This design comes from an exercise in tuning for small area, a short achievable clock period and few clock cycles on the open sky130 flow, not from production work. The RTL was checked by simulation tests, not by an equivalence proof against the original design. Power figures rest on the tool's default switching activity, not on a simulated workload.

[flow/run.sh]
#!/bin/bash
# synth_recipe.tcl (not shown) runs the flow's synth.tcl, then flattens the netlist and writes it again
# the make line also repeats each setting of config.mk as NAME=value (left out here)
make -C /OpenROAD-flow-scripts/flow DESIGN_CONFIG=/design/flow/config.mk WORK_HOME=/design/flow/orfs CLKGATE_MAP_FILE= SYNTH_SCRIPT=/design/flow/synth_recipe.tcl finish
[flow/config.mk]
export PLATFORM = sky130hd
export DESIGN_NAME = qsc_decoder
export DESIGN_NICKNAME = qsc_decoder
export VERILOG_FILES = /design/flow/design.v
export SDC_FILE = /design/flow/constraint.sdc
export NUM_CORES = 4
export LEC_CHECK = 0
export CAP_MARGIN = 20
export CORE_MARGIN = 2
export CORE_UTILIZATION = 40
export SLEW_MARGIN = 20
[flow/constraint.sdc]
create_clock -name core_clock -period 12.0 [get_ports {clk}]
set_input_delay 2.4000 -clock core_clock [delete_from_list [all_inputs] [get_ports {clk}]]
set_output_delay 2.4000 -clock core_clock [all_outputs]
set_load 0.01 [all_outputs]
[flow/design.v]
module qsc_decoder (
    input  wire        clk,
    input  wire        rst,
    input  wire        cmd_valid,
    output wire        cmd_ready,
    input  wire [5:0]  cmd_width_m1,
    input  wire [5:0]  cmd_lines_m1,
    input  wire        cmd_hist_reset,
    input  wire [14:0] cmd_nbytes,
    input  wire [7:0]  cmd_fill,
    input  wire        in_valid,
    output wire        in_ready,
    input  wire [7:0]  in_data,
    output wire        out_valid,
    input  wire        out_ready,
    output wire [7:0]  out_pix,
    output wire        done,
    output wire [2:0]  status
);
    localparam [2:0] ST_OK       = 3'd0;
    localparam [2:0] ST_SHORT    = 3'd1;
    localparam [2:0] ST_TRAILING = 3'd2;
    localparam [2:0] ST_SYNTAX   = 3'd7;
    localparam [3:0] S_IDLE     = 4'd0;
    localparam [3:0] S_PIX      = 4'd1;
    localparam [3:0] S_KFOR     = 4'd2;
    localparam [3:0] S_UNARY    = 4'd3;
    localparam [3:0] S_BITS     = 4'd4;
    localparam [3:0] S_CHECK    = 4'd5;
    localparam [3:0] S_EMIT     = 4'd6;
    localparam [3:0] S_RUN      = 4'd7;
    localparam [3:0] S_FILL     = 4'd8;
    localparam [3:0] S_REM      = 4'd9;
    localparam [3:0] S_EOL      = 4'd10;
    localparam [3:0] S_TRAIL    = 4'd11;
    localparam [3:0] S_ERRFILL  = 4'd12;
    localparam [3:0] S_DRAIN    = 4'd13;
    localparam [3:0] S_DONE     = 4'd14;
    reg [3:0]  state;
    reg [5:0]  w_m1;
    reg [5:0]  l_m1;
    reg [7:0]  fill_val;
    reg [2:0]  stat;
    reg [7:0]  line_mem [0:63];    
    reg [15:0] acc [0:15];         
    reg [5:0]  cnt_n [0:15];       
    reg [4:0]  ri;
    reg [5:0]  j;                  
    reg [5:0]  ln;                 
    reg        j_end;              
    reg [7:0]  a_reg;              
    reg [7:0]  c_reg;              
    reg [7:0]  sr;                 
    reg [3:0]  sr_bits;            
    reg [14:0] bytes_left;
    reg [3:0]  ctx;
    reg [7:0]  pred;
    reg [2:0]  k;
    reg [4:0]  q;
    reg [11:0] val;                
    reg [3:0]  nb;                 
    reg        after_run;          
    reg [7:0]  pix;
    reg [7:0]  run_val;
    reg [6:0]  fill_cnt;
    reg        fill_full;          
    reg        fill_from_run;      
    integer i, kk;
    function [1:0] qz;
        input [7:0] d;
        begin
            if (d == 8'd0)       qz = 2'd0;
            else if (d <= 8'd3)  qz = 2'd1;
            else if (d <= 8'd15) qz = 2'd2;
            else                 qz = 2'd3;
        end
    endfunction
    function [7:0] absdiff;
        input [7:0] x;
        input [7:0] y;
        begin
            absdiff = (x > y) ? (x - y) : (y - x);
        end
    endfunction
    function [7:0] med;
        input [7:0] a;
        input [7:0] b;
        input [7:0] c;
        reg [7:0] mx, mn;
        begin
            mx = (a > b) ? a : b;
            mn = (a > b) ? b : a;
            if (c >= mx)      med = mn;
            else if (c <= mn) med = mx;
            else              med = a + b - c;
        end
    endfunction
    function [3:0] jtab;
        input [4:0] r;
        begin
            case (r)
                5'd0,  5'd1,  5'd2,  5'd3:  jtab = 4'd0;
                5'd4,  5'd5,  5'd6,  5'd7:  jtab = 4'd1;
                5'd8,  5'd9,  5'd10, 5'd11: jtab = 4'd2;
                5'd12, 5'd13, 5'd14, 5'd15: jtab = 4'd3;
                5'd16, 5'd17:               jtab = 4'd4;
                5'd18, 5'd19:               jtab = 4'd5;
                5'd20, 5'd21:               jtab = 4'd6;
                5'd22, 5'd23:               jtab = 4'd7;
                5'd24:                      jtab = 4'd8;
                5'd25:                      jtab = 4'd9;
                5'd26:                      jtab = 4'd10;
                5'd27:                      jtab = 4'd11;
                5'd28:                      jtab = 4'd12;
                5'd29:                      jtab = 4'd13;
                5'd30:                      jtab = 4'd14;
                default:                    jtab = 4'd15;
            endcase
        end
    endfunction
    wire [7:0] b_cur = line_mem[j];
    wire [7:0] a_cur = (j == 6'd0) ? b_cur : a_reg;
    wire [7:0] c_cur = (j == 6'd0) ? b_cur : c_reg;
    wire       flat  = (a_cur == b_cur) && (b_cur == c_cur);
    wire [3:0] ctx_cur = {qz(absdiff(b_cur, c_cur)), qz(absdiff(a_cur, c_cur))};
    wire [15:0] acc_c = acc[ctx];
    wire [15:0] n_c   = {10'd0, cnt_n[ctx]};
    reg  [2:0]  k_cur;
    always @(*) begin
        k_cur = 3'd7;
        for (kk = 6; kk >= 0; kk = kk - 1)
            if ((n_c << kk) >= acc_c) k_cur = kk[2:0];
    end
    wire       have_bit = (sr_bits != 4'd0);
    wire       bit_in   = sr[7];
    wire       no_bytes = (bytes_left == 15'd0);
    wire [3:0]  jr       = jtab(ri);
    wire [15:0] chunk    = 16'd1 << jr;
    wire [6:0]  left_pix = {1'b0, w_m1} - {1'b0, j} + 7'd1;    
    wire [8:0]  m9      = val[8:0];
    wire [7:0]  e_mag   = m9[0] ? ((m9[8:1]) + 8'd1) : m9[8:1];
    wire [7:0]  pix_cur = m9[0] ? (pred - e_mag) : (pred + e_mag);
    wire last_j    = (j == w_m1);
    wire last_line = (ln == l_m1);
    wire want_bit = (state == S_UNARY) || (state == S_BITS) || ((state == S_REM) && nb != 4'd0) ||
                    ((state == S_RUN) && !j_end);
    assign cmd_ready = (state == S_IDLE);
    assign in_ready  = (want_bit && !have_bit && !no_bytes) ||
                       ((state == S_DRAIN) && !no_bytes);
    assign out_valid = (state == S_EMIT) || (state == S_FILL) || (state == S_ERRFILL);
    assign out_pix   = (state == S_EMIT) ? pix :
                       (state == S_FILL) ? run_val : fill_val;
    assign done      = (state == S_DONE);
    assign status    = stat;
    always @(posedge clk) begin
        if (rst) begin
            state      <= S_IDLE;
            stat       <= ST_OK;
            sr_bits    <= 4'd0;
            bytes_left <= 15'd0;
        end else begin
            if (in_ready && in_valid) begin
                sr         <= in_data;
                sr_bits    <= 4'd8;
                bytes_left <= bytes_left - 15'd1;
            end
            case (state)
                S_IDLE: begin
                    if (cmd_valid) begin
                        w_m1       <= cmd_width_m1;
                        l_m1       <= cmd_lines_m1;
                        fill_val   <= cmd_fill;
                        bytes_left <= cmd_nbytes;
                        sr_bits    <= 4'd0;
                        sr         <= 8'd0;
                        stat       <= ST_OK;
                        j          <= 6'd0;
                        j_end      <= 1'b0;
                        ln         <= 6'd0;
                        after_run  <= 1'b0;
                        if (cmd_hist_reset) begin
                            for (i = 0; i < 64; i = i + 1) line_mem[i] <= 8'd0;
                            for (i = 0; i < 16; i = i + 1) begin
                                acc[i]   <= 16'd4;
                                cnt_n[i] <= 6'd1;
                            end
                            ri <= 5'd0;
                        end
                        state <= S_PIX;
                    end
                end
                S_PIX: begin
                    if (flat && !after_run) begin
                        run_val <= a_cur;
                        state   <= S_RUN;
                    end else begin
                        ctx   <= ctx_cur;
                        pred  <= med(a_cur, b_cur, c_cur);
                        state <= S_KFOR;
                    end
                end
                S_KFOR: begin
                    k     <= k_cur;
                    q     <= 5'd0;
                    state <= S_UNARY;
                end
                S_UNARY: begin
                    if (have_bit) begin
                        sr      <= {sr[6:0], 1'b0};
                        sr_bits <= sr_bits - 4'd1;
                        if (bit_in == 1'b0) begin
                            if (q == 5'd23) begin
                                stat  <= ST_SYNTAX;
                                state <= S_ERRFILL;
                            end else begin
                                q <= q + 5'd1;
                            end
                        end else if (q == 5'd23) begin
                            val    <= 12'd0;
                            nb     <= 4'd8;
                            state  <= S_BITS;
                        end else begin
                            val    <= {7'd0, q};
                            nb     <= {1'b0, k};
                            state  <= (k == 3'd0) ? S_CHECK : S_BITS;
                        end
                    end else if (no_bytes) begin
                        stat  <= ST_SHORT;
                        state <= S_ERRFILL;
                    end
                end
                S_BITS: begin
                    if (have_bit) begin
                        sr      <= {sr[6:0], 1'b0};
                        sr_bits <= sr_bits - 4'd1;
                        val     <= {val[10:0], bit_in};
                        nb      <= nb - 4'd1;
                        if (nb == 4'd1) state <= S_CHECK;
                    end else if (no_bytes) begin
                        stat  <= ST_SHORT;
                        state <= S_ERRFILL;
                    end
                end
                S_CHECK: begin
                    if (val > 12'd255) begin
                        stat  <= ST_SYNTAX;
                        state <= S_ERRFILL;
                    end else begin
                        if (cnt_n[ctx] == 6'd63) begin
                            acc[ctx]   <= (acc[ctx] + {8'd0, val[7:0]}) >> 1;
                            cnt_n[ctx] <= 6'd32;
                        end else begin
                            acc[ctx]   <= acc[ctx] + {8'd0, val[7:0]};
                            cnt_n[ctx] <= cnt_n[ctx] + 6'd1;
                        end
                        pix   <= pix_cur;
                        state <= S_EMIT;
                    end
                end
                S_EMIT: begin
                    if (out_ready) begin
                        line_mem[j] <= pix;
                        c_reg       <= b_cur;
                        a_reg       <= pix;
                        after_run   <= 1'b0;
                        if (last_j) begin
                            state <= S_EOL;
                        end else begin
                            j     <= j + 6'd1;
                            state <= S_PIX;
                        end
                    end
                end
                S_RUN: begin
                    if (j_end) begin
                        state <= S_EOL;
                    end else if (have_bit) begin
                        sr      <= {sr[6:0], 1'b0};
                        sr_bits <= sr_bits - 4'd1;
                        if (bit_in) begin
                            if ({9'd0, left_pix} <= chunk) begin
                                fill_cnt  <= left_pix;
                                fill_full <= ({9'd0, left_pix} == chunk);
                            end else begin
                                fill_cnt  <= chunk[6:0];
                                fill_full <= 1'b1;
                            end
                            fill_from_run <= 1'b1;
                            state         <= S_FILL;
                        end else begin
                            val   <= 12'd0;
                            nb    <= jr;
                            state <= S_REM;
                        end
                    end else if (no_bytes) begin
                        stat  <= ST_SHORT;
                        state <= S_ERRFILL;
                    end
                end
                S_REM: begin
                    if (nb == 4'd0) begin
                        if ({1'b0, val} + {7'd0, j} >= {7'd0, w_m1} + 13'd1) begin
                            stat  <= ST_SYNTAX;
                            state <= S_ERRFILL;
                        end else if (val == 12'd0) begin
                            if (ri != 5'd0) ri <= ri - 5'd1;
                            after_run <= 1'b1;
                            state     <= S_PIX;
                        end else begin
                            fill_cnt      <= val[6:0];
                            fill_full     <= 1'b0;
                            fill_from_run <= 1'b0;
                            state         <= S_FILL;
                        end
                    end else if (have_bit) begin
                        sr      <= {sr[6:0], 1'b0};
                        sr_bits <= sr_bits - 4'd1;
                        val     <= {val[10:0], bit_in};
                        nb      <= nb - 4'd1;
                    end else if (no_bytes) begin
                        stat  <= ST_SHORT;
                        state <= S_ERRFILL;
                    end
                end
                S_FILL: begin
                    if (out_ready) begin
                        line_mem[j] <= run_val;
                        c_reg       <= b_cur;
                        a_reg       <= run_val;
                        fill_cnt    <= fill_cnt - 7'd1;
                        if (last_j) j_end <= 1'b1;
                        else        j     <= j + 6'd1;
                        if (fill_cnt == 7'd1) begin
                            if (fill_from_run) begin
                                if (fill_full && ri != 5'd31) ri <= ri + 5'd1;
                                state <= S_RUN;
                            end else begin
                                if (ri != 5'd0) ri <= ri - 5'd1;
                                after_run <= 1'b1;
                                state     <= S_PIX;
                            end
                        end
                    end
                end
                S_EOL: begin
                    j         <= 6'd0;
                    j_end     <= 1'b0;
                    after_run <= 1'b0;
                    if (last_line) begin
                        state <= S_TRAIL;
                    end else begin
                        ln    <= ln + 6'd1;
                        state <= S_PIX;
                    end
                end
                S_TRAIL: begin
                    if (sr != 8'd0 || !no_bytes) stat <= ST_TRAILING;
                    state <= S_DRAIN;
                end
                S_ERRFILL: begin
                    if (out_ready) begin
                        if (last_j || j_end) begin
                            j     <= 6'd0;
                            j_end <= 1'b0;
                            if (last_line) state <= S_DRAIN;
                            else           ln    <= ln + 6'd1;
                        end else begin
                            j <= j + 6'd1;
                        end
                    end
                end
                S_DRAIN: begin
                    if (no_bytes) state <= S_DONE;
                end
                S_DONE: begin
                    state <= S_IDLE;
                end
                default: state <= S_IDLE;
            endcase
        end
    end
endmodule
==> out/qor.txt <==
RSZ-0062 raised after global routing: false
TritonCTS clock tree: yes
number of H-tree levels: 3
GR Layer Usage met1: 30.5%
fin. max-slew vios: 0
Biggest register: line_mem
hold_ws: 0.503 ns
Final ANT Viol Nets: 0
All-Layer GR Usage: 21.4%
Min-Delay Path Depth: 2
max FFs per register: 512
starting density of the core: 40.4%
Critical Path RT: 12.52 ns
leak pwr: 20.2 nW
core area: 0.128 sq mm
crit start category: register
initial antenna violation count: 1
status: timing/DRC/antenna clean
global routing usage on met2: 34.3%
CP endpoint kind: register
largest cells by area after synthesis: edfxtp_1 57%, mux4_2 10%, nor2_1 7.2%
layout cells sized above 1: 13.7%
pwr/cell area: 252 mW/mm^2
fin crit period: 8.81 ns
Netlist cell types: 88
Max Cap Violations: 0
slew margin rel.: 25.1%
Setup WS post-layout: 3.19 ns
drt initial violations: 4,079
largest net degree at the start of global routing: 84
total CTS buffers: 108
syn nets: 4,340
most frequent cell after synthesis: nor2_1
post-synth top area share: 57.5%
grt met3 use: 3.50%
Crit Path Max Fanout: 32
Final Power: 14.6 mW
hold buffers post-CTS: 0
CP arrival: 9.32 ns
number of global-route vias before repair: 33,600
RePlAce Congestion: 0.904
Final Hold Viols: 0
DR pass1 iterations: 5
Avg Inst Size Synth: 12.6 sq um
final setup violation count: 0
final worst-path cycle share: 73.4%
vias per inst: 5.79
synth cell count leaders: 989 x nor2_1, 988 x edfxtp_1, 317 x nand2_1
Yosys top cell by area: edfxtp_1
Synth Instances: 4,109
Die Wd: 363 um
die area: 0.132 sq mm
Seq/Total Area, Yosys: 58.9%
final instance area: 0.0579 sq mm
Synth async-reset ratio: 0%
Worst-Skew Late Latency: 0.77 ns
most used routing layer: met2
wire per inst: 24.1 um
fill count: 11,400
hpwl dp: 92,600 um
Antenna diodes: 0
DRC errors left: 0
Largest regs: line_mem (512), acc (256), cnt_n (96)
post-cts sizing count: 0
reg2reg path depth: 24
FMAX: 114 MHz
P&R area growth vs syn: 12.2%
ys flop type: edfxtp_1
Slew @ Worst Pin: 1.11 ns
Placement Setup Slack: 3.23 ns
Post-CTS Setup Bufs: 0
Worst VDD drop: 228 uV
IO Port Bufs: 63
Root Buffer: clkbuf_16
Clock Sink Count: 1,024
clock-pin slew on the worst setup and hold paths: 0.06 ns
Fin Setup TNS: 0 ns
Worst Setup Path Type: register to register
Mapped Area: 0.0516 sq mm
# IOs: 64
clk_skew: 0.101 ns
Yosys Warn Count: 1
first-pass GRT wire length: 213,000 um
Overflow after GRT: 0
row count: 131
final wirelength: 142,000 um
Via Count: 34,200
worst min path class: register to register
clk buf depth: 3
number of synthesized flops with an enable pin: 988
post-synthesis register bit count: 1,024
final net count: 4,373
placed cell area: 0.0542 sq mm
min-delay src: stat[1]
Die Span Y: 363 um
cell usage in the layout, fill, tap and decap left out, types with 13 or more instances in the layout:
| master | Yosys | routed |
|---|---|---|
| nand3_1 | 94 | 94 |
| edfxtp_1 | 988 | 988 |
| xnor2_1 | 49 | 49 |
| a22o_1 | 13 | 13 |
| nand4_1 | 22 | 22 |
| fa_1 | 15 | 15 |
| nand2b_1 | 19 | 19 |
| o21ai_0 | 90 | 90 |
| nor4_1 | 19 | 19 |
| mux2i_1 | 63 | 54 |
| nor2b_1 | 39 | 37 |
| clkdlybuf4s50_1 | 0 | 63 |
| mux2_2 | 29 | 29 |
| inv_1 | 111 | 111 |
| xor2_1 | 39 | 39 |
| clkbuf_16 | 0 | 108 |
| a21oi_1 | 129 | 129 |
| clkinv_1 | 6 | 29 |
| clkbuf_1 | 175 | 24 |
| or3_1 | 13 | 13 |
| nand2_1 | 317 | 316 |
| and2_1 | 17 | 17 |
| ha_1 | 167 | 167 |
| a211oi_1 | 23 | 23 |
| bufinv_16 | 0 | 16 |
| nor2_1 | 989 | 987 |
| mux4_2 | 239 | 239 |
| dfxtp_1 | 36 | 33 |
| a31oi_1 | 17 | 17 |
| buf_4 | 9 | 106 |
| clkinv_2 | 0 | 16 |
| and3_1 | 19 | 19 |
| nor3_1 | 45 | 44 |
| a21o_1 | 26 | 26 |
| a22oi_1 | 35 | 35 |
critical path, cell delays in order, from the launching register on:
cell	delay, ns
dfxtp_4	0.77
buf_4	0.49
mux4_2	0.57
mux4_2	0.57
mux4_2	0.66
inv_1	0.25
nor2_1	0.08
a21oi_1	0.39
inv_1	0.20
ha_1	0.34
nor2b_1	0.14
o21a_1	0.16
o21a_1	0.16
o211ai_1	0.17
a31oi_1	0.28
nor2_1	0.77
a21oi_1	0.23
ha_1	0.35
nand4_1	0.13
o21bai_1	0.18
a22oi_1	0.59
inv_1	0.25
a21o_1	0.24
and3_1	0.21
a221o_1	0.36
per-stage QoR:
stage                     utilization, %  instances
after floorplan                        -       4109
after global placement              42.4       5694
after detailed placement            42.4       5694
after CTS                           45.3       5894
after global routing                45.3       5894
final                               45.3       5894
area by class of cell:
type | instances | area, sq um | area share, %
Tap cell | 1662 | 2080 | 3.59
Multi-Input combinational cell | 2721 | 19900 | 34.3
Clock inverter | 68 | 886 | 1.53
Sequential cell | 1024 | 30400 | 52.5
Clock buffer | 132 | 2790 | 4.82
Timing Repair Buffer | 170 | 1450 | 2.50
Inverter | 117 | 439 | 0.758
where the power goes:
group / internal [mW] / leakage (nW) / total (mW) / switching [mW]
clock: 2.01 / 1.78 / 3.49 / 1.48
combinational: 2.39 / 9.01 / 6.04 / 3.65
sequential: 4.75 / 9.46 / 5.08 / 0.331
total: 9.15 / 20.2 / 14.6 / 5.46
metal layers:
metal  part of all wire [%]  wire length (um)
met1                     43             60400
met2                     47             66400
met3                    8.4             11900
met4                    2.3              3320
met5                 0.0092                13
path summary, 6_finish.rpt:
kind	endpoint	slack (ns)
setup / recovery	pred[1]	3.19
hold / removal	stat[1]	0.50
setup reg to reg	pred[1]	3.19
hold reg to reg	stat[1]	0.50
logic make-up after synthesis:
group	share of synthesized area, %
and+or+nand+nor	13.3
AOI/OAI and AO/OA	6.11
DFF	58.9
buffers and inverters	2.91
adders and majority gates	4.63
xor gates and xnor gates	1.49
muxes	12.7
Testbench counts, summed over its fixed seeds: cycles 1,050,157.

[static timing again, ports no longer ideal]
The results above use ideal ports. As a check the final layout listed here was re-extracted and re-timed, cells and wires unchanged.
Step 1 assumes that a clkbuf_16 drives the clock port and a buf_2 every other input.
Step 2, shift: input delay + t, output delay - t, t = (earliest + latest rising clock arrival at the registers) / 2. This alone moves slack from input paths to output paths.
a / b / c = no drivers / after step 1 / after step 2; a / b = the first two.
t (ns): 0.786
slack for setup (ns): 3.192 / 3.192 / 3.192
worst setup path at the end: register to register
pins driven straight from the clock port: 1
After both steps setup and hold are still met in this run. The setup slack of this run moves by 0.000 ns with the drivers and by 0.000 ns with both steps.
